Background: an optimization exercise with open tools, aiming at small area, a short achievable clock period and few clock cycles per item. Do not read the settings as production practice. The RTL was checked by simulation tests, not by an equivalence proof against the original design.

$ cat design/flow/design.v
module spread_hash (
    input  wire         clk,
    input  wire         rst,           
    input  wire         start,
    output wire         ready,
    input  wire         cfg_alg,       
    input  wire [8:0]   cfg_fields,    
    input  wire [31:0]  cfg_seed,      
    input  wire [415:0] cfg_key,       
    input  wire         tunnel,        
    input  wire         o_l3,          
    input  wire         o_v6,          
    input  wire [127:0] o_src,         
    input  wire [127:0] o_dst,
    input  wire [7:0]   o_proto,
    input  wire [19:0]  o_flow,        
    input  wire         o_l4,          
    input  wire [15:0]  o_sport,
    input  wire [15:0]  o_dport,
    input  wire         i_l3,
    input  wire         i_v6,
    input  wire [127:0] i_src,
    input  wire [127:0] i_dst,
    input  wire [7:0]   i_proto,
    input  wire [19:0]  i_flow,
    input  wire         i_l4,
    input  wire [15:0]  i_sport,
    input  wire [15:0]  i_dport,
    input  wire         tk_valid,
    input  wire [23:0]  tk,
    output reg          done,
    output reg  [31:0]  hash
);
    localparam KW = 375;                          
    localparam [255:0] CTL_ROM_T0 = 256'h777f7ffe88808001777f7ffe01171117777f7ffe01171117777f7fff777f7fff;
    localparam [255:0] CTL_ROM_T1 = 256'h777f7fff0000000188808000011711178880800001171117777f7fff777f7fff;
    localparam [255:0] CTL_ROM_T2 = 256'h888080000000000100000000011711170000000001171117777f7fff777f7fff;
    localparam [255:0] CTL_ROM_T3 = 256'h88808001777f7ffe88808001fee8eee888808001fee8eee88880800088808000;
    localparam [255:0] CTL_ROM_T4 = 256'h188808000fffffffe00000000fffffffe000000000000000000000000;
    localparam [255:0] CTL_ROM_T5 = 256'hfffffffe00000000000000000000000000000000000000000000000000000000;
    localparam [255:0] CTL_ROM_T6 = 256'h9999666699996666999966669999666699996666999966669999666699996666;
    localparam [255:0] CTL_ROM_T7 = 256'h1ee187781ee187781ee187781ee187781ee187781ee187781ee187781ee18778;
    localparam [255:0] CTL_ROM_T8 = 256'h89979116899791168997911676686ee98997911676686ee98997911689979116;
    localparam [255:0] CTL_ROM_T9 = 256'h111000601110006;
    localparam [255:0] CTL_ROM_T10 = 256'h110011601100116;
    localparam [255:0] CTL_ROM_T11 = 256'h100000001;
    function [11:0] ctl_rom(input [7:0] f);
        ctl_rom = {CTL_ROM_T11[f], CTL_ROM_T10[f], CTL_ROM_T9[f], CTL_ROM_T8[f], CTL_ROM_T7[f], CTL_ROM_T6[f], CTL_ROM_T5[f], CTL_ROM_T4[f], CTL_ROM_T3[f], CTL_ROM_T2[f], CTL_ROM_T1[f], CTL_ROM_T0[f]};
    endfunction
    localparam [15:0] TAIL_ROM_T0 = 16'h55aa;
    localparam [15:0] TAIL_ROM_T1 = 16'h3c96;
    localparam [15:0] TAIL_ROM_T2 = 16'h6ae8;
    localparam [15:0] TAIL_ROM_T3 = 16'h8000;
    localparam [15:0] TAIL_ROM_T4 = 16'hff00;
    localparam [15:0] TAIL_ROM_T5 = 16'h3c3c;
    localparam [15:0] TAIL_ROM_T6 = 16'hc0c0;
    function [6:0] tail_rom(input [3:0] f);
        tail_rom = {TAIL_ROM_T6[f], TAIL_ROM_T5[f], TAIL_ROM_T4[f], TAIL_ROM_T3[f], TAIL_ROM_T2[f], TAIL_ROM_T1[f], TAIL_ROM_T0[f]};
    endfunction
    localparam [7:0] AT_ROM_T0 = 8'h14;
    localparam [7:0] AT_ROM_T1 = 8'hbf;
    localparam [7:0] AT_ROM_T2 = 8'h68;
    localparam [7:0] AT_ROM_T3 = 8'h80;
    localparam [7:0] AT_ROM_T4 = 8'h40;
    localparam [7:0] AT_ROM_T5 = 8'h28;
    localparam [7:0] AT_ROM_T6 = 8'h80;
    function [6:0] at_rom(input [2:0] f);
        at_rom = {AT_ROM_T6[f], AT_ROM_T5[f], AT_ROM_T4[f], AT_ROM_T3[f], AT_ROM_T2[f], AT_ROM_T1[f], AT_ROM_T0[f]};
    endfunction
    wire use_inner = cfg_fields[7] & tunnel;
    wire         in_l3 = use_inner ? i_l3 : o_l3;
    wire         in_v6 = use_inner ? i_v6 : o_v6;
    wire         in_l4 = (use_inner ? i_l4 : o_l4) & in_l3;
    wire in_ps = cfg_fields[0] & in_l3;
    wire in_pd = cfg_fields[1] & in_l3;
    wire in_pp = cfg_fields[2] & in_l3;
    wire in_p1 = cfg_fields[3] & in_l4;
    wire in_p2 = cfg_fields[4] & in_l4;
    wire in_pf = cfg_fields[5] & in_l3 & in_v6;
    wire in_pt = cfg_fields[6] & tk_valid;
    function [1:0] cmp16(input [15:0] a, input [15:0] b);
        reg [15:0] g, e;
        integer lv, n;
        begin
            g = a & ~b;
            e = ~(a ^ b);
            for (lv = 8; lv >= 1; lv = lv / 2)
                for (n = 0; n < lv; n = n + 1) begin
                    g[n] = g[2*n+1] | (e[2*n+1] & g[2*n]);
                    e[n] = e[2*n+1] & e[2*n];
                end
            cmp16 = {g[0], e[0]};
        end
    endfunction
    function [17:0] grp(input [127:0] s, input [127:0] d, input [15:0] sp, input [15:0] dp);
        integer m;
        begin
            for (m = 0; m < 8; m = m + 1)
                grp[2*(m+1) +: 2] = cmp16(s[16*m +: 16], d[16*m +: 16]);
            grp[1:0] = cmp16(sp, dp);
        end
    endfunction
    wire [17:0] in_cg = use_inner ? grp(i_src, i_dst, i_sport, i_dport)
                                  : grp(o_src, o_dst, o_sport, o_dport);
    function [7:0] flags_of(input [6:0] f, input l3, input v6, input l4, input tkv);
        flags_of = {f[0] & l3, f[1] & l3, v6, f[2] & l3, f[3] & l3 & l4,
                    f[4] & l3 & l4, f[5] & l3 & v6, f[6] & tkv};
    endfunction
    wire [11:0] cv_o = ctl_rom(flags_of(cfg_fields[6:0], o_l3, o_v6, o_l4, tk_valid));
    wire [11:0] cv_i = ctl_rom(flags_of(cfg_fields[6:0], i_l3, i_v6, i_l4, tk_valid));
    wire in_one = use_inner ? (cv_i[5:3] == 3'd0) : (cv_o[5:3] == 3'd0);
    reg [415:0] key_stream;
    integer j;
    always @(*) begin
        for (j = 0; j < 52; j = j + 1)
            key_stream[415 - 8*j -: 8] = cfg_key[8*j +: 8];
    end
    reg         alg, v6, l4, sym;
    reg [17:0]  cg;                
    reg         ps, pd, pp, p1, p2, pf, pt;
    reg [127:0] src, dst;
    reg [15:0]  sport, dport;
    reg [7:0]   proto;
    reg [19:0]  flow;
    reg [23:0]  tkey;
    reg [31:0]  seed;
    reg [KW-1:0] ks;               
    reg        busy;
    reg [2:0]  cnt;                
    reg        ready_r;
    assign ready = ready_r;
    wire accept  = start & ready_r & ~rst;
    wire [11:0] cv = ctl_rom({ps, pd, v6, pp, p1, p2, pf, pt});
    wire       empty  = cv[11];
    wire [1:0] short  = cv[10:9];
    wire [2:0] zpad   = cv[8:6];
    wire [2:0] last   = cv[5:3];
    wire [2:0] lastm1 = cv[2:0];
    wire fin     = busy & (cnt == last);
    wire first   = (cnt == 3'd0);
    function [1:0] merge2(input [1:0] hi, input [1:0] lo);
        merge2 = {hi[1] | (hi[0] & lo[1]), hi[0] & lo[0]};
    endfunction
    wire [1:0] a76 = merge2(cg[17:16], cg[15:14]);
    wire [1:0] a54 = merge2(cg[13:12], cg[11:10]);
    wire [1:0] a32 = merge2(cg[9:8], cg[7:6]);
    wire [1:0] a10 = merge2(cg[5:4], cg[3:2]);
    wire [1:0] a72 = merge2(a76, merge2(a54, a32));
    wire lo_gt = a10[1] | (a10[0] & l4 & cg[1]);
    wire swap = sym & (v6 ? (a72[1] | (a72[0] & lo_gt)) : lo_gt);
    wire [1:0] o_p1 = {1'b0, pp};
    wire [1:0] o_p2 = {p1, pp};
    wire [6:0] tr   = tail_rom({pp, p1, p2, pf});
    wire [2:0] o_fl = tr[6:4];
    wire [3:0] o_tk = tr[3:0];
    wire [23:0] flow_b = {4'd0, flow};
    reg [7:0] tb [0:10];
    reg s1h, s1l, s2h, s2l;
    integer t;
    always @(*) begin
        for (t = 0; t < 11; t = t + 1) begin
            s1h = p1 && t < 4 && o_p1 == t;
            s1l = p1 && t >= 1 && t < 5 && o_p1 == t - 1;
            s2h = p2 && t < 4 && o_p2 == t;
            s2l = p2 && t >= 1 && t < 5 && o_p2 == t - 1;
            tb[t] = 8'd0;
            if (pp && t == 0)                          tb[t] = tb[t] | proto;
            if ((s1h && !swap) || (s2h && swap))       tb[t] = tb[t] | sport[15:8];
            if ((s1l && !swap) || (s2l && swap))       tb[t] = tb[t] | sport[7:0];
            if ((s1h && swap) || (s2h && !swap))       tb[t] = tb[t] | dport[15:8];
            if ((s1l && swap) || (s2l && !swap))       tb[t] = tb[t] | dport[7:0];
            if (pf && t < 8 && o_fl == t)                 tb[t] = tb[t] | flow_b[23:16];
            if (pf && t >= 1 && t < 9 && o_fl == t - 1)   tb[t] = tb[t] | flow_b[15:8];
            if (pf && t >= 2 && t < 10 && o_fl == t - 2)  tb[t] = tb[t] | flow_b[7:0];
            if (pt && o_tk == t)                          tb[t] = tb[t] | tkey[23:16];
            if (pt && t >= 1 && o_tk == t - 1)            tb[t] = tb[t] | tkey[15:8];
            if (pt && t >= 2 && o_tk == t - 2)            tb[t] = tb[t] | tkey[7:0];
        end
    end
    wire [6:0] ar  = at_rom({ps, pd, v6});
    wire [2:0] tc  = ar[6:4];
    wire [2:0] tc1 = ar[3:1];
    wire       th  = ar[0];
    wire rs0 = v6 & ps & (cnt == 3'd0);
    wire rs1 = v6 & ps & (cnt == 3'd1);
    wire rd0 = v6 & pd & (cnt == (ps ? 3'd2 : 3'd0));
    wire rd1 = v6 & pd & (cnt == (ps ? 3'd3 : 3'd1));
    wire a4  = ~v6 & first;
    reg [63:0] cur;                
    reg [7:0]  by;
    reg        rs4, rd4;
    integer l;
    always @(*) begin
        for (l = 0; l < 8; l = l + 1) begin
            rs4 = a4 & ps & (l < 4);
            rd4 = a4 & pd & (ps ? (l >= 4) : (l < 4));
            by = 8'd0;
            if ((rs0 & ~swap) | (rd0 & swap)) by = by | src[127 - 8*l -: 8];
            if ((rs1 & ~swap) | (rd1 & swap)) by = by | src[63 - 8*l -: 8];
            if ((rd0 & ~swap) | (rs0 & swap)) by = by | dst[127 - 8*l -: 8];
            if ((rd1 & ~swap) | (rs1 & swap)) by = by | dst[63 - 8*l -: 8];
            if ((rs4 & ~swap) | (rd4 & swap)) by = by | src[31 - 8*(l%4) -: 8];
            if ((rd4 & ~swap) | (rs4 & swap)) by = by | dst[31 - 8*(l%4) -: 8];
            if (!th) begin
                if (cnt == tc) by = by | tb[l];
                if (l < 3 && cnt == tc1) by = by | tb[l+8];
            end else begin
                if (l >= 4 && cnt == tc) by = by | tb[l-4];
                if (l < 7 && cnt == tc1) by = by | tb[l+4];
            end
            cur[63 - 8*l -: 8] = by;
        end
    end
    wire [63:0] curc = cur ^ ((alg & first) ?
                       {seed[7:0], seed[15:8], seed[23:16], seed[31:24], 32'd0} : 64'd0);
    reg [63:0] d1;                 
    reg [63:0] d2;                 
    reg [94:0] w1;                 
    reg        e_fin, e_first, e_alg, e_empty;
    reg [2:0]  e_z;                
    reg [1:0]  e_short;            
    reg [31:0] tacc;               
    function [7:0] hk8(input [14:0] v, input [7:0] x);
        integer a, c;
        begin
            for (a = 0; a < 8; a = a + 1) begin
                hk8[a] = 1'b0;
                for (c = 0; c < 8; c = c + 1)
                    hk8[a] = hk8[a] ^ (x[c] & v[a + c]);
            end
        end
    endfunction
    function [15:0] hk16(input [30:0] v, input [15:0] x);
        reg [7:0] p, q0, q1;
        begin
            p  = hk8(v[22:8], x[7:0] ^ x[15:8]);
            q0 = hk8(v[14:0] ^ v[22:8], x[7:0]);
            q1 = hk8(v[30:16] ^ v[22:8], x[15:8]);
            hk16 = {p ^ q1, p ^ q0};
        end
    endfunction
    function [31:0] hk32(input [62:0] v, input [31:0] x);
        reg [15:0] p, q0, q1;
        begin
            p  = hk16(v[46:16], x[15:0] ^ x[31:16]);
            q0 = hk16(v[30:0] ^ v[46:16], x[15:0]);
            q1 = hk16(v[62:32] ^ v[46:16], x[31:16]);
            hk32 = {p ^ q1, p ^ q0};
        end
    endfunction
    wire [31:0] t_sum  = hk32(w1[62:0], d1[31:0]) ^ hk32(w1[94:32], d1[63:32]);
    wire [31:0] t_next = (e_first ? 32'd0 : tacc) ^ t_sum;
    wire [127:0] pair = {(e_first ? 64'd0 : d2), d1};
    wire [127:0] sh1 = e_z[0] ? {8'd0,  pair[127:8]}  : pair;
    wire [127:0] sh2 = e_z[1] ? {16'd0, sh1[127:16]}  : sh1;
    wire [127:0] sh4 = e_z[2] ? {32'd0, sh2[127:32]}  : sh2;
    wire [63:0] cchunk = sh4[63:0];
    wire [31:0] y_d;
    reg [31:0] y;
    reg        f_fin, f_first, f_alg, f_empty;
    reg [1:0]  f_short;
    reg [31:0] cacc;               
    wire [63:0] sv = f_first ? 64'd0 :
                     {cacc[7:0], cacc[15:8], cacc[23:16], cacc[31:24], 32'd0};
    wire [31:0] y_s;
    wire xd_0 = cchunk[42] ^ cchunk[54];
    wire xd_1 = cchunk[23] ^ cchunk[30];
    wire xd_2 = cchunk[15] ^ cchunk[24];
    wire xd_3 = cchunk[52] ^ cchunk[57];
    wire xd_4 = cchunk[51] ^ cchunk[56];
    wire xd_5 = cchunk[1] ^ cchunk[26];
    wire xd_6 = cchunk[12] ^ cchunk[25];
    wire xd_7 = cchunk[55] ^ cchunk[6];
    wire xd_8 = cchunk[4] ^ cchunk[53];
    wire xd_9 = cchunk[38] ^ cchunk[9];
    wire xd_10 = cchunk[37] ^ cchunk[8];
    wire xd_11 = cchunk[33] ^ cchunk[39];
    wire xd_12 = cchunk[21] ^ cchunk[28];
    wire xd_13 = cchunk[18] ^ cchunk[2];
    wire xd_14 = cchunk[13] ^ cchunk[14];
    wire xd_15 = cchunk[5] ^ xd_0;
    wire xd_16 = cchunk[36] ^ xd_1;
    wire xd_17 = cchunk[34] ^ xd_2;
    wire xd_18 = cchunk[22] ^ cchunk[35];
    wire xd_19 = cchunk[19] ^ cchunk[32];
    wire xd_20 = cchunk[60] ^ cchunk[7];
    wire xd_21 = cchunk[3] ^ cchunk[46];
    wire xd_22 = cchunk[29] ^ cchunk[45];
    wire xd_23 = cchunk[17] ^ cchunk[40];
    wire xd_24 = cchunk[31] ^ xd_10;
    wire xd_25 = cchunk[27] ^ xd_9;
    wire xd_26 = cchunk[20] ^ xd_4;
    wire xd_27 = cchunk[16] ^ cchunk[63];
    wire xd_28 = cchunk[10] ^ cchunk[47];
    wire xd_29 = cchunk[59] ^ xd_13;
    wire xd_30 = cchunk[58] ^ xd_8;
    wire xd_31 = cchunk[50] ^ xd_18;
    wire xd_32 = cchunk[41] ^ xd_6;
    wire xd_33 = cchunk[11] ^ cchunk[62];
    wire xd_34 = cchunk[0] ^ xd_14;
    wire xd_35 = xd_5 ^ xd_7;
    wire xd_36 = cchunk[48] ^ xd_19;
    wire xd_37 = cchunk[44] ^ xd_12;
    wire xd_38 = xd_22 ^ xd_31;
    wire xd_39 = xd_17 ^ xd_3;
    wire xd_40 = xd_16 ^ xd_23;
    wire xd_41 = xd_11 ^ xd_26;
    wire xd_42 = cchunk[61] ^ xd_28;
    wire xd_43 = cchunk[49] ^ xd_20;
    wire xd_44 = cchunk[43] ^ xd_37;
    wire xd_45 = cchunk[27] ^ cchunk[55];
    wire xd_46 = cchunk[1] ^ cchunk[3];
    wire xd_47 = cchunk[15] ^ xd_21;
    wire xd_48 = xd_32 ^ xd_40;
    wire xd_49 = xd_27 ^ xd_34;
    wire xd_50 = xd_17 ^ xd_35;
    wire xd_51 = xd_15 ^ xd_29;
    wire xd_52 = cchunk[5] ^ xd_30;
    wire xd_53 = cchunk[58] ^ xd_15;
    wire xd_54 = cchunk[53] ^ xd_42;
    wire xd_55 = cchunk[40] ^ xd_43;
    wire xd_56 = cchunk[31] ^ cchunk[32];
    wire xd_57 = cchunk[30] ^ xd_25;
    wire xd_58 = cchunk[11] ^ xd_38;
    wire xd_59 = xd_47 ^ xd_5;
    wire xd_60 = xd_33 ^ xd_56;
    wire xd_61 = xd_3 ^ xd_46;
    wire xd_62 = xd_24 ^ xd_33;
    wire xd_63 = xd_21 ^ xd_36;
    wire xd_64 = xd_12 ^ xd_6;
    wire xd_65 = xd_1 ^ xd_22;
    wire xd_66 = cchunk[57] ^ cchunk[7];
    wire xd_67 = cchunk[52] ^ xd_54;
    wire xd_68 = cchunk[51] ^ xd_11;
    wire xd_69 = cchunk[50] ^ xd_41;
    wire xd_70 = cchunk[49] ^ xd_3;
    wire xd_71 = cchunk[48] ^ cchunk[54];
    wire xd_72 = cchunk[45] ^ xd_19;
    wire xd_73 = cchunk[43] ^ xd_11;
    wire xd_74 = cchunk[42] ^ xd_39;
    wire xd_75 = cchunk[41] ^ xd_16;
    wire xd_76 = cchunk[39] ^ xd_24;
    wire xd_77 = cchunk[34] ^ xd_65;
    wire xd_78 = cchunk[33] ^ cchunk[38];
    wire xd_79 = cchunk[2] ^ xd_44;
    wire xd_80 = cchunk[29] ^ xd_34;
    wire xd_81 = cchunk[26] ^ xd_0;
    wire xd_82 = cchunk[22] ^ xd_66;
    wire xd_83 = cchunk[20] ^ xd_73;
    wire xd_84 = cchunk[19] ^ xd_59;
    wire xd_85 = cchunk[18] ^ xd_32;
    wire xd_86 = cchunk[17] ^ xd_7;
    wire xd_87 = cchunk[13] ^ cchunk[37];
    wire xd_88 = cchunk[10] ^ xd_71;
    wire xd_89 = cchunk[0] ^ xd_24;
    wire xd_90 = xd_83 ^ xd_88;
    wire xd_91 = xd_80 ^ xd_81;
    wire xd_92 = xd_64 ^ xd_8;
    wire xd_93 = xd_63 ^ xd_67;
    wire xd_94 = xd_62 ^ xd_68;
    wire xd_95 = xd_61 ^ xd_86;
    wire xd_96 = xd_60 ^ xd_69;
    wire xd_97 = xd_52 ^ xd_95;
    wire xd_98 = xd_50 ^ xd_57;
    wire xd_99 = xd_49 ^ xd_53;
    wire xd_100 = xd_45 ^ xd_85;
    wire xd_101 = xd_45 ^ xd_75;
    wire xd_102 = xd_42 ^ xd_87;
    wire xd_103 = xd_41 ^ xd_79;
    wire xd_104 = xd_4 ^ xd_48;
    wire xd_105 = xd_39 ^ xd_78;
    wire xd_106 = xd_38 ^ xd_89;
    wire xd_107 = xd_37 ^ xd_74;
    wire xd_108 = xd_36 ^ xd_99;
    wire xd_109 = xd_30 ^ xd_72;
    wire xd_110 = xd_29 ^ xd_90;
    wire xd_111 = xd_28 ^ xd_97;
    wire xd_112 = xd_27 ^ xd_84;
    wire xd_113 = xd_26 ^ xd_5;
    wire xd_114 = xd_2 ^ xd_9;
    wire xd_115 = xd_14 ^ xd_58;
    wire xd_116 = xd_113 ^ xd_25;
    wire xd_117 = xd_10 ^ xd_112;
    wire xd_118 = cchunk[9] ^ xd_77;
    wire xd_119 = cchunk[7] ^ xd_15;
    wire xd_120 = cchunk[61] ^ xd_114;
    wire xd_121 = cchunk[60] ^ xd_27;
    wire xd_122 = cchunk[59] ^ xd_18;
    wire xd_123 = cchunk[56] ^ xd_20;
    wire xd_124 = cchunk[53] ^ xd_108;
    wire xd_125 = cchunk[52] ^ cchunk[8];
    wire xd_126 = cchunk[51] ^ xd_6;
    wire xd_127 = cchunk[50] ^ xd_13;
    wire xd_128 = cchunk[4] ^ xd_53;
    wire xd_129 = cchunk[4] ^ xd_51;
    wire xd_130 = cchunk[47] ^ xd_70;
    wire xd_131 = cchunk[47] ^ xd_49;
    wire xd_132 = cchunk[47] ^ xd_129;
    wire xd_133 = cchunk[46] ^ xd_23;
    wire xd_134 = cchunk[44] ^ xd_21;
    wire xd_135 = cchunk[43] ^ cchunk[62];
    wire xd_136 = cchunk[41] ^ xd_127;
    wire xd_137 = cchunk[3] ^ cchunk[45];
    wire xd_138 = cchunk[35] ^ xd_55;
    wire xd_139 = cchunk[28] ^ xd_30;
    wire xd_140 = cchunk[27] ^ xd_96;
    wire xd_141 = cchunk[25] ^ xd_35;
    wire xd_142 = cchunk[21] ^ xd_105;
    wire xd_143 = cchunk[17] ^ xd_43;
    wire xd_144 = cchunk[17] ^ cchunk[6];
    wire xd_145 = cchunk[16] ^ xd_55;
    wire xd_146 = cchunk[16] ^ xd_134;
    wire xd_147 = cchunk[12] ^ xd_136;
    wire xd_148 = cchunk[11] ^ cchunk[6];
    wire xd_149 = cchunk[10] ^ xd_76;
    wire xd_150 = cchunk[0] ^ xd_92;
    assign y_d[0] = ^{cchunk[2], cchunk[42], cchunk[43], cchunk[61], xd_104, xd_106, xd_139, xd_84};
    assign y_d[1] = ^{cchunk[13], cchunk[29], xd_116, xd_132, xd_135, xd_146, xd_3, xd_75, xd_89};
    assign y_d[2] = ^{cchunk[14], cchunk[42], cchunk[56], xd_111, xd_121, xd_57, xd_72, xd_76, xd_79};
    assign y_d[3] = ^{cchunk[28], xd_110, xd_120, xd_146, xd_148, xd_22, xd_23, xd_52, xd_56, xd_82};
    assign y_d[4] = ^{cchunk[36], xd_145, xd_31, xd_44, xd_50, xd_51, xd_54, xd_94};
    assign y_d[5] = ^{cchunk[44], cchunk[46], xd_0, xd_123, xd_125, xd_139, xd_27, xd_60, xd_98};
    assign y_d[6] = ^{cchunk[48], cchunk[50], cchunk[59], cchunk[9], xd_101, xd_117, xd_128, xd_28, xd_68, xd_82};
    assign y_d[7] = ^{cchunk[20], cchunk[36], cchunk[49], cchunk[59], cchunk[5], cchunk[60], xd_32, xd_58, xd_93, xd_98};
    assign y_d[8] = ^{cchunk[2], cchunk[46], cchunk[6], xd_102, xd_138, xd_140, xd_150, xd_16, xd_81};
    assign y_d[9] = ^{cchunk[25], cchunk[2], cchunk[35], xd_1, xd_109, xd_119, xd_131, xd_133, xd_142, xd_33, xd_45};
    assign y_d[10] = ^{cchunk[14], cchunk[37], cchunk[61], cchunk[63], xd_132, xd_36, xd_69, xd_7, xd_77};
    assign y_d[11] = ^{cchunk[30], cchunk[31], cchunk[5], cchunk[8], xd_135, xd_138, xd_142, xd_26, xd_63, xd_7};
    assign y_d[12] = ^{cchunk[12], cchunk[42], cchunk[7], xd_103, xd_117, xd_118, xd_130, xd_144};
    assign y_d[13] = ^{cchunk[23], cchunk[36], cchunk[40], cchunk[7], xd_102, xd_107, xd_116, xd_36, xd_85};
    assign y_d[14] = ^{cchunk[10], cchunk[12], cchunk[1], cchunk[21], cchunk[38], cchunk[4], cchunk[61], xd_14, xd_140, xd_40, xd_47, xd_70};
    assign y_d[15] = ^{cchunk[22], xd_12, xd_131, xd_147, xd_39, xd_52, xd_94};
    assign y_d[16] = ^{cchunk[23], cchunk[29], cchunk[52], xd_122, xd_124, xd_126, xd_144, xd_17, xd_46, xd_9};
    assign y_d[17] = ^{cchunk[15], cchunk[35], xd_110, xd_125, xd_141, xd_143, xd_16, xd_34, xd_8};
    assign y_d[18] = ^{cchunk[11], cchunk[14], cchunk[24], cchunk[46], xd_100, xd_118, xd_128, xd_143, xd_18, xd_4, xd_44};
    assign y_d[19] = ^{cchunk[0], cchunk[41], cchunk[44], xd_111, xd_29, xd_4, xd_87};
    assign y_d[20] = ^{cchunk[14], cchunk[38], cchunk[40], xd_109, xd_123, xd_148, xd_51, xd_61};
    assign y_d[21] = ^{cchunk[28], cchunk[57], cchunk[59], xd_106, xd_141, xd_15, xd_20, xd_40, xd_41};
    assign y_d[22] = ^{cchunk[16], cchunk[18], cchunk[19], xd_137, xd_150, xd_20, xd_25, xd_31, xd_74, xd_86};
    assign y_d[23] = ^{cchunk[13], cchunk[15], cchunk[20], cchunk[30], xd_119, xd_137, xd_147, xd_149};
    assign y_d[24] = ^{cchunk[16], cchunk[2], cchunk[53], cchunk[56], cchunk[58], xd_10, xd_115, xd_12, xd_120, xd_35, xd_48};
    assign y_d[25] = ^{cchunk[51], cchunk[62], xd_149, xd_25, xd_29, xd_47, xd_48, xd_82, xd_91};
    assign y_d[26] = ^{cchunk[24], cchunk[36], cchunk[39], cchunk[55], xd_115, xd_121, xd_126, xd_13, xd_133, xd_25, xd_67};
    assign y_d[27] = ^{cchunk[18], cchunk[26], cchunk[28], cchunk[37], cchunk[39], cchunk[54], xd_104, xd_14, xd_2, xd_33, xd_93};
    assign y_d[28] = ^{cchunk[20], cchunk[63], xd_100, xd_130, xd_19, xd_2, xd_62, xd_78, xd_8, xd_91};
    assign y_d[29] = ^{cchunk[15], cchunk[34], cchunk[40], cchunk[50], cchunk[55], xd_124, xd_5, xd_57, xd_64, xd_83};
    assign y_d[30] = ^{cchunk[27], cchunk[31], cchunk[41], cchunk[49], xd_103, xd_122, xd_23, xd_50, xd_80, xd_88};
    assign y_d[31] = ^{cchunk[0], cchunk[14], cchunk[25], xd_101, xd_107, xd_13, xd_145, xd_46, xd_58};
    wire xs_0 = sv[42] ^ sv[54];
    wire xs_1 = sv[52] ^ sv[57];
    wire xs_2 = sv[51] ^ sv[56];
    wire xs_3 = sv[53] ^ sv[55];
    wire xs_4 = sv[37] ^ sv[47];
    wire xs_5 = sv[33] ^ sv[39];
    wire xs_6 = sv[32] ^ sv[38];
    wire xs_7 = sv[36] ^ sv[40];
    wire xs_8 = sv[35] ^ sv[60];
    wire xs_9 = sv[45] ^ sv[50];
    wire xs_10 = sv[61] ^ xs_7;
    wire xs_11 = sv[59] ^ xs_0;
    wire xs_12 = sv[46] ^ xs_2;
    wire xs_13 = xs_1 ^ xs_6;
    wire xs_14 = sv[58] ^ sv[63];
    wire xs_15 = sv[49] ^ xs_8;
    wire xs_16 = sv[43] ^ sv[44];
    wire xs_17 = sv[41] ^ xs_4;
    wire xs_18 = sv[34] ^ sv[48];
    wire xs_19 = sv[50] ^ xs_5;
    wire xs_20 = sv[62] ^ xs_12;
    wire xs_21 = sv[41] ^ xs_9;
    wire xs_22 = xs_14 ^ xs_3;
    wire xs_23 = sv[51] ^ xs_11;
    wire xs_24 = sv[45] ^ xs_16;
    wire xs_25 = sv[34] ^ xs_1;
    wire xs_26 = xs_8 ^ xs_9;
    wire xs_27 = xs_2 ^ xs_5;
    wire xs_28 = xs_18 ^ xs_6;
    wire xs_29 = xs_15 ^ xs_3;
    wire xs_30 = xs_10 ^ xs_20;
    wire xs_31 = xs_0 ^ xs_22;
    wire xs_32 = sv[56] ^ sv[60];
    wire xs_33 = sv[55] ^ xs_27;
    wire xs_34 = sv[55] ^ xs_15;
    wire xs_35 = sv[54] ^ sv[59];
    wire xs_36 = sv[53] ^ sv[58];
    wire xs_37 = sv[46] ^ sv[62];
    wire xs_38 = sv[42] ^ xs_25;
    wire xs_39 = sv[40] ^ xs_13;
    wire xs_40 = sv[38] ^ xs_3;
    wire xs_41 = sv[37] ^ xs_21;
    wire xs_42 = xs_35 ^ xs_5;
    wire xs_43 = xs_31 ^ xs_37;
    wire xs_44 = xs_26 ^ xs_40;
    wire xs_45 = xs_24 ^ xs_4;
    wire xs_46 = xs_19 ^ xs_4;
    wire xs_47 = xs_18 ^ xs_33;
    wire xs_48 = xs_17 ^ xs_3;
    wire xs_49 = xs_17 ^ xs_19;
    wire xs_50 = xs_14 ^ xs_49;
    wire xs_51 = xs_10 ^ xs_41;
    wire xs_52 = sv[57] ^ xs_7;
    wire xs_53 = sv[53] ^ xs_30;
    wire xs_54 = sv[52] ^ xs_29;
    wire xs_55 = sv[49] ^ xs_13;
    wire xs_56 = sv[48] ^ xs_42;
    wire xs_57 = sv[46] ^ sv[61];
    wire xs_58 = sv[45] ^ xs_39;
    wire xs_59 = sv[44] ^ xs_2;
    wire xs_60 = sv[42] ^ xs_13;
    wire xs_61 = sv[39] ^ sv[52];
    wire xs_62 = sv[37] ^ xs_52;
    wire xs_63 = sv[36] ^ xs_54;
    wire xs_64 = sv[35] ^ xs_51;
    wire xs_65 = sv[34] ^ xs_43;
    wire xs_66 = sv[32] ^ xs_53;
    assign y_s[0] = ^{sv[42], sv[43], xs_12, xs_36, xs_64};
    assign y_s[1] = ^{sv[36], sv[38], xs_1, xs_11, xs_16, xs_17, xs_20};
    assign y_s[2] = ^{sv[39], xs_22, xs_32, xs_45, xs_60};
    assign y_s[3] = ^{sv[40], sv[57], xs_24, xs_36, xs_56, xs_57, xs_6};
    assign y_s[4] = ^{sv[34], sv[62], xs_10, xs_16, xs_23, xs_29, xs_46};
    assign y_s[5] = ^{sv[44], sv[52], xs_32, xs_6, xs_65};
    assign y_s[6] = ^{sv[36], sv[46], sv[48], sv[55], sv[57], xs_23, xs_50};
    assign y_s[7] = ^{sv[47], sv[59], xs_21, xs_28, xs_57, xs_63};
    assign y_s[8] = ^{xs_0, xs_15, xs_46, xs_66};
    assign y_s[9] = ^{sv[33], sv[35], sv[47], xs_58, xs_65};
    assign y_s[10] = ^{sv[32], sv[61], sv[63], xs_11, xs_4, xs_47, xs_9};
    assign y_s[11] = ^{sv[33], sv[43], xs_18, xs_20, xs_34, xs_39};
    assign y_s[12] = ^{sv[49], sv[63], xs_12, xs_38, xs_45, xs_5};
    assign y_s[13] = ^{xs_10, xs_17, xs_18, xs_59, xs_60};
    assign y_s[14] = ^{xs_19, xs_30, xs_55};
    assign y_s[15] = ^{sv[51], sv[53], sv[62], xs_25, xs_50};
    assign y_s[16] = ^{sv[35], sv[52], sv[53], xs_14, xs_23, xs_28};
    assign y_s[17] = ^{sv[43], xs_56, xs_63};
    assign y_s[18] = ^{sv[34], sv[41], sv[58], xs_0, xs_12, xs_24, xs_34};
    assign y_s[19] = ^{sv[58], sv[59], xs_1, xs_48, xs_59};
    assign y_s[20] = ^{xs_11, xs_32, xs_36, xs_58};
    assign y_s[21] = ^{xs_11, xs_26, xs_33, xs_62};
    assign y_s[22] = ^{xs_38, xs_44};
    assign y_s[23] = ^{sv[39], xs_0, xs_41};
    assign y_s[24] = ^{sv[56], sv[58], xs_40, xs_64};
    assign y_s[25] = ^{sv[38], sv[39], sv[41], xs_23, xs_37, xs_62};
    assign y_s[26] = ^{sv[46], sv[47], sv[51], sv[63], xs_10, xs_44, xs_61};
    assign y_s[27] = ^{sv[48], sv[54], xs_17, xs_61, xs_66};
    assign y_s[28] = ^{sv[33], sv[62], sv[63], xs_0, xs_48, xs_55};
    assign y_s[29] = ^{sv[40], sv[43], xs_19, xs_28, xs_31};
    assign y_s[30] = ^{sv[35], sv[40], sv[41], sv[49], xs_16, xs_35, xs_47};
    assign y_s[31] = ^{sv[44], xs_21, xs_34, xs_38, xs_7};
    wire [31:0] c_next = y ^ y_s;
    wire [31:0] c_short = (f_short == 2'd1) ? {8'd0,  d2[39:32], d2[47:40], d2[55:48]} :
                          (f_short == 2'd2) ? {16'd0, d2[39:32], d2[47:40]} :
                          (f_short == 2'd3) ? {24'd0, d2[39:32]} : 32'd0;
    wire [31:0] c_fin = ~(c_next ^ c_short);
    always @(posedge clk) begin
        if (rst) begin
            busy    <= 1'b0;
            ready_r <= 1'b1;
            e_fin   <= 1'b0;
            f_fin   <= 1'b0;
            done    <= 1'b0;
        end else begin
            e_fin <= fin;
            f_fin <= e_fin;
            done  <= f_fin;
            if (accept) begin
                busy    <= 1'b1;
                ready_r <= in_one;
            end else if (fin) begin
                busy    <= 1'b0;
                ready_r <= 1'b1;
            end else if (busy) begin
                ready_r <= (cnt == lastm1);
            end
        end
    end
    always @(posedge clk) begin
        hash    <= f_empty ? 32'd0 : (f_alg ? c_fin : tacc);
        tacc    <= t_next;
        y       <= y_d;
        cacc    <= c_next;
        f_first <= e_first;
        f_alg   <= e_alg;
        f_empty <= e_empty;
        f_short <= e_short;
        d1      <= curc;
        d2      <= d1;
        w1      <= ks[KW-1 -: 95];
        e_first <= first;
        e_alg   <= alg;
        e_empty <= empty;
        e_z     <= zpad;
        e_short <= short;
        if (ready_r) begin
            cnt <= 3'd0;
            ks  <= key_stream[415 -: KW];
        end else begin
            cnt <= cnt + 3'd1;
            ks  <= {ks[KW-65:0], 64'd0};
        end
    end
    always @(posedge clk) begin
        if (ready_r) begin
            alg   <= cfg_alg;
            v6    <= in_v6;
            l4    <= in_l4;
            sym   <= cfg_fields[8] & in_l3;
            cg    <= in_cg;
            ps    <= in_ps;
            pd    <= in_pd;
            pp    <= in_pp;
            p1    <= in_p1;
            p2    <= in_p2;
            pf    <= in_pf;
            pt    <= in_pt;
            src   <= use_inner ? i_src   : o_src;
            dst   <= use_inner ? i_dst   : o_dst;
            sport <= use_inner ? i_sport : o_sport;
            dport <= use_inner ? i_dport : o_dport;
            proto <= use_inner ? i_proto : o_proto;
            flow  <= use_inner ? i_flow  : o_flow;
            tkey  <= tk;
            seed  <= cfg_seed;
        end
    end
endmodule
$ cat design/flow/run.sh
#!/bin/bash
# synth_recipe.tcl (not shown) runs the flow's synth.tcl, then flattens the netlist and writes it again
# the make line also repeats each setting of config.mk as NAME=value (left out here)
make -C /OpenROAD-flow-scripts/flow DESIGN_CONFIG=/design/flow/config.mk WORK_HOME=/design/flow/orfs CLKGATE_MAP_FILE= SYNTH_SCRIPT=/design/flow/synth_recipe.tcl finish
$ cat design/flow/config.mk
export PLATFORM = sky130hd
export DESIGN_NAME = spread_hash
export DESIGN_NICKNAME = spread_hash
export VERILOG_FILES = /design/flow/design.v
export SDC_FILE = /design/flow/constraint.sdc
export NUM_CORES = 4
export LEC_CHECK = 0
export ABC_CLOCK_PERIOD_IN_PS = 4000
export CAP_MARGIN = 30
export CORE_MARGIN = 2
export CORE_UTILIZATION = 35
export PLACE_DENSITY = 0.5
export SETUP_SLACK_MARGIN = 5
export SLEW_MARGIN = 30
$ cat design/flow/constraint.sdc
create_clock -name core_clock -period 16.0 [get_ports {clk}]
set_input_delay 3.2000 -clock core_clock [delete_from_list [all_inputs] [get_ports {clk}]]
set_output_delay 3.2000 -clock core_clock [all_outputs]
set_load 0.01 [all_outputs]
==> summary.txt <==
Setup path
  – Worst path required time: 16.48 ns
  – R2R Path Start: ready_r
  – WS Path Type: in2reg
  – Worst setup EP type: register
  – Reg-to-reg critical path endpoint: ks[204]
  – Crit-path cells: clkdlybuf4s50_1, and2_4, buf_4, buf_12, buf_4, o21ai_0
  – Crit path top cell by count: buf_4
  – Slowest cell on the critical path: clkdlybuf4s50_1
  – Worst path arrival time: 7.56 ns
  – R2R setup slack: 10.49 ns
  – CP max FO: 174
  – R2R cell count: 6
  – CP peak stage delay: 1.01 ns
  – CP Launch Type: input pin

CTS
  – Setup Fix Bufs, Post-CTS: 0
  – Clock Tree Root: clkbuf_16
  – Clock transition at path regs: 0.06 ns
  – Hold-fix buffers, CTS: 0
  – H-tree depth: 4
  – PostCTS Resize Cnt: 0
  – Clock Latency Late Sink: 0.85 ns
  – CTS sink count: 1139
  – CTS max path bufs: 3
  – Number of buffers created by CTS: 137
  – CTS tree: built

Global routing
  – Total gr overflow: 0
  – Vias in the first global route: 67.6k
  – Initial antenna violation count: 179
  – First-pass GRT wire length: 576 mm
  – Largest net degree at the start of global routing: 211
  – GRT Total Usage: 36.3%

Placed design
  – DP HPWL: 349 mm
  – Buffers on Ports: 1117
  – Routability congestion estimate from global placement: 1.01
  – Placed insts: 12.6k

Synthesis
  – Syn. warnings: 2
  – Post-synth ARST share: 0%
  – Post-synth EDFFs: 400
  – Synthesized Nets: 10.1k
  – Synthesized instance count: 8688
  – Compound-Gate Fraction of Synth Area: 9.99%
  – Sequential area share after synthesis: 34.1%
  – Syn_area_per_cell: 9.06 um2
  – Syn Std Cell Area: 78700 um2
  – Largest family of logic cells by synthesized area: XOR/XNOR gates
  – Ys flop type: dfxtp_1
  – Post-Synth XOR/XNOR Area: 25.3%
  – Fraction of the mapped netlist area in adder cells: 4.88%
  – Simple-gate share of the synthesized area: 13.9%
  – #FFs+latches synth: 1139
  – Multiplexer share of the synthesized area: 7.86%
  – Synth cell types: 94

STA
  – Crit path time final: 7.08 ns
  – Setup Total Neg Slack: 0 ns
  – FMAX: 141 MHz
  – Skew final: 0.0620 ns
  – Slew headroom: 21.0%
  – Fin. Hold Viols: 0
  – Max-slew violations: 0
  – Final setup viols: 0
  – Unrepaired setup endpoints after global routing: false
  – Final clock period utilization by the worst path: 44.3%
  – Slew @ Worst Pin: 1.16 ns

Cells and area
  – Area Overhead vs Synth: 26.5%
  – Final net count: 11.2k
  – Layout Cells excl Fill: 12.9k
  – Ratio of cells with drive above 1 in the final layout: 10.7%

Route
  – Post-DR vias/cell: 5.48
  – Drt pass-1 iters: 10
  – Post-route ant nets: 0
  – Routed wire length: 431 mm
  – Vias: 70.7k
  – Initial DRC Count: 9432
  – Routed WL per cell: 33.4 um
  – Drc violations: 0

Min path
  – Hold EP: w1[74]
  – Worst hold start: ks[354]
  – Hold Path Cell Cnt: 0
  – HP Class: reg2reg

Floorplan
  – # rows: 174
  – # IOs: 1159
  – Initial Util: 35.1%
  – Die Wd: 478 um
  – CORE AREA: 224000 um2
  – DIE AREA: 229000 um2
  – Die Ht: 478 um

Run
  – Maxcap violations: 0

Outcome
  – Status: complete, no violations
[through the flow]
step                hold WS (ns)  instance area [um2]  utilization [%]  worst slack (ns)
global placement           0.310                93800             41.8              8.31
detailed placement         0.312                94300             42.1              8.27
global route               0.322                99400             44.3              8.89
floorplan                  0.310                78700                -              7.82
CTS                        0.315                99200             44.3              9.15
finish                     0.315                99500             44.4              8.92
[layout by cell type, fill, tap and decap left out, types with 147 or more instances in the layout]
| cell type | n |
|---|---|
| a21oi_1 | 178 |
| xnor2_1 | 1620 |
| ha_1 | 307 |
| buf_4 | 231 |
| nand2_1 | 1507 |
| mux2_2 | 330 |
| xor2_1 | 452 |
| clkdlybuf4s50_1 | 1117 |
| a22oi_1 | 147 |
| edfxtp_1 | 400 |
| inv_1 | 327 |
| nor2_1 | 660 |
| dfxtp_1 | 732 |
| o21ai_0 | 261 |
[per-layer routing]
metal | part of all wire (%) | vias to the layer above | global-route usage, %
met5 | 0.14 | - | 0
met4 | 4.4 | 64 | 14.5
met3 | 9.5 | 865 | 9.65
met2 | 45 | 3919 | 57.5
met1 | 41 | 34655 | 46.9
li1 | - | 31240 | -
[logic make-up (layout without fill, tap and decap cells)]
logic type / count (synthesis) / after routing
buffers and inverters: 776 / 1935
flip-flops: 1139 / 1139
AO/OA/AOI/OAI: 1108 / 1108
XOR/XNOR: 2214 / 2214
AND/OR/NAND/NOR: 2627 / 2627
other: 0 / 71
multiplexers: 517 / 517
adder cells (fa/ha/maj): 307 / 307
[cell type report]
class / instances / area [um2]
tap: 2992 / 3740
antenna: 71 / 178
sequential: 1139 / 26800
fill: 22005 / 125000
multi-input combinational: 6773 / 49600
inverter: 329 / 1230
clock inverter: 71 / 1110
clock buffer: 180 / 3810
timing repair buffer: 1355 / 13000
[critical path, delay by kind of cell]
family / cells / cell delay [ns]
AO/OA/AOI/OAI: 1 / 0.41
AND/OR/NAND/NOR: 1 / 0.65
buffers and inverters: 4 / 3.02
[registers in the layout, indices dropped and copies added (netlist names), 8 cells and up]
| name | count |
|---|---|
| ks | 375 |
| dst | 128 |
| src | 128 |
| w1 | 95 |
| d1 | 64 |
| d2 | 56 |
| cacc | 32 |
| hash | 32 |
| seed | 32 |
| tacc | 32 |
| y | 32 |
| tkey | 24 |
| flow | 20 |
| cg | 17 |
| dport | 16 |
| sport | 16 |
| proto | 8 |
[cell usage after synthesis, types with 28 or more instances]
cell type	instances	share of area, %
a21oi_1	180	1.1
and2_1	94	0.75
a221o_1	30	0.38
xnor2_2	30	0.62
mux4_2	39	1.1
mux2i_1	132	1.7
ha_1	307	4.9
nand4_1	66	0.52
o211ai_1	35	0.33
edfxtp_1	400	15
a222oi_1	106	1.3
a22o_1	40	0.45
dfxtp_1	739	19
a22oi_1	147	1.4
o21ai_0	261	1.7
nor2_1	668	3.2
xor2_1	464	5.2
mux2_2	330	4.7
nor2b_1	80	0.64
a221oi_1	38	0.42
nand2b_1	95	0.76
inv_1	327	1.6
nand3_1	33	0.21
nor3_1	29	0.18
buf_1	60	0.29
xnor2_1	1694	19
clkbuf_1	338	1.6
nand2_1	1509	7.2
a211oi_1	28	0.27
a21o_1	99	0.94
[worst max path at each step]
stage	endpoint	cells after the start	from
finish	dport[3]	6	tunnel
global route	dport[1]	6	tunnel
CTS	dport[3]	6	tunnel
detailed placement	dport[3]	6	tunnel
global placement	dport[1]	6	tunnel
floorplan	ready	0	ready_r
Testbench counts, summed over its fixed seeds: cycles 9,350, items 3,200.

[afterwards: timing with drivers on the ports]
Ports are ideal in the flow. The routed layout listed here was re-timed in OpenROAD.
Step 1: set_driving_cell puts a clkbuf_16 on clk and a buf_2 on each other input, an assumption about the parent block.
Step 2, shift: input delay + t, output delay - t, t = (earliest + latest rising clock arrival at the registers) / 2. This alone moves slack from input paths to output paths.
Three values: ideal ports, drivers, drivers and shift; two values: the first two.
t (ns): 0.917
setup WS [ns]: 8.919 / 8.972 / 8.055
slew at the worst register clock pin (ns): 0.08 / 0.08
pins driven straight from the clock port: 1
After both steps setup and hold are still met in this run. For this run, drivers alone change the setup slack by +0.053 ns; drivers and shift together by -0.864 ns.
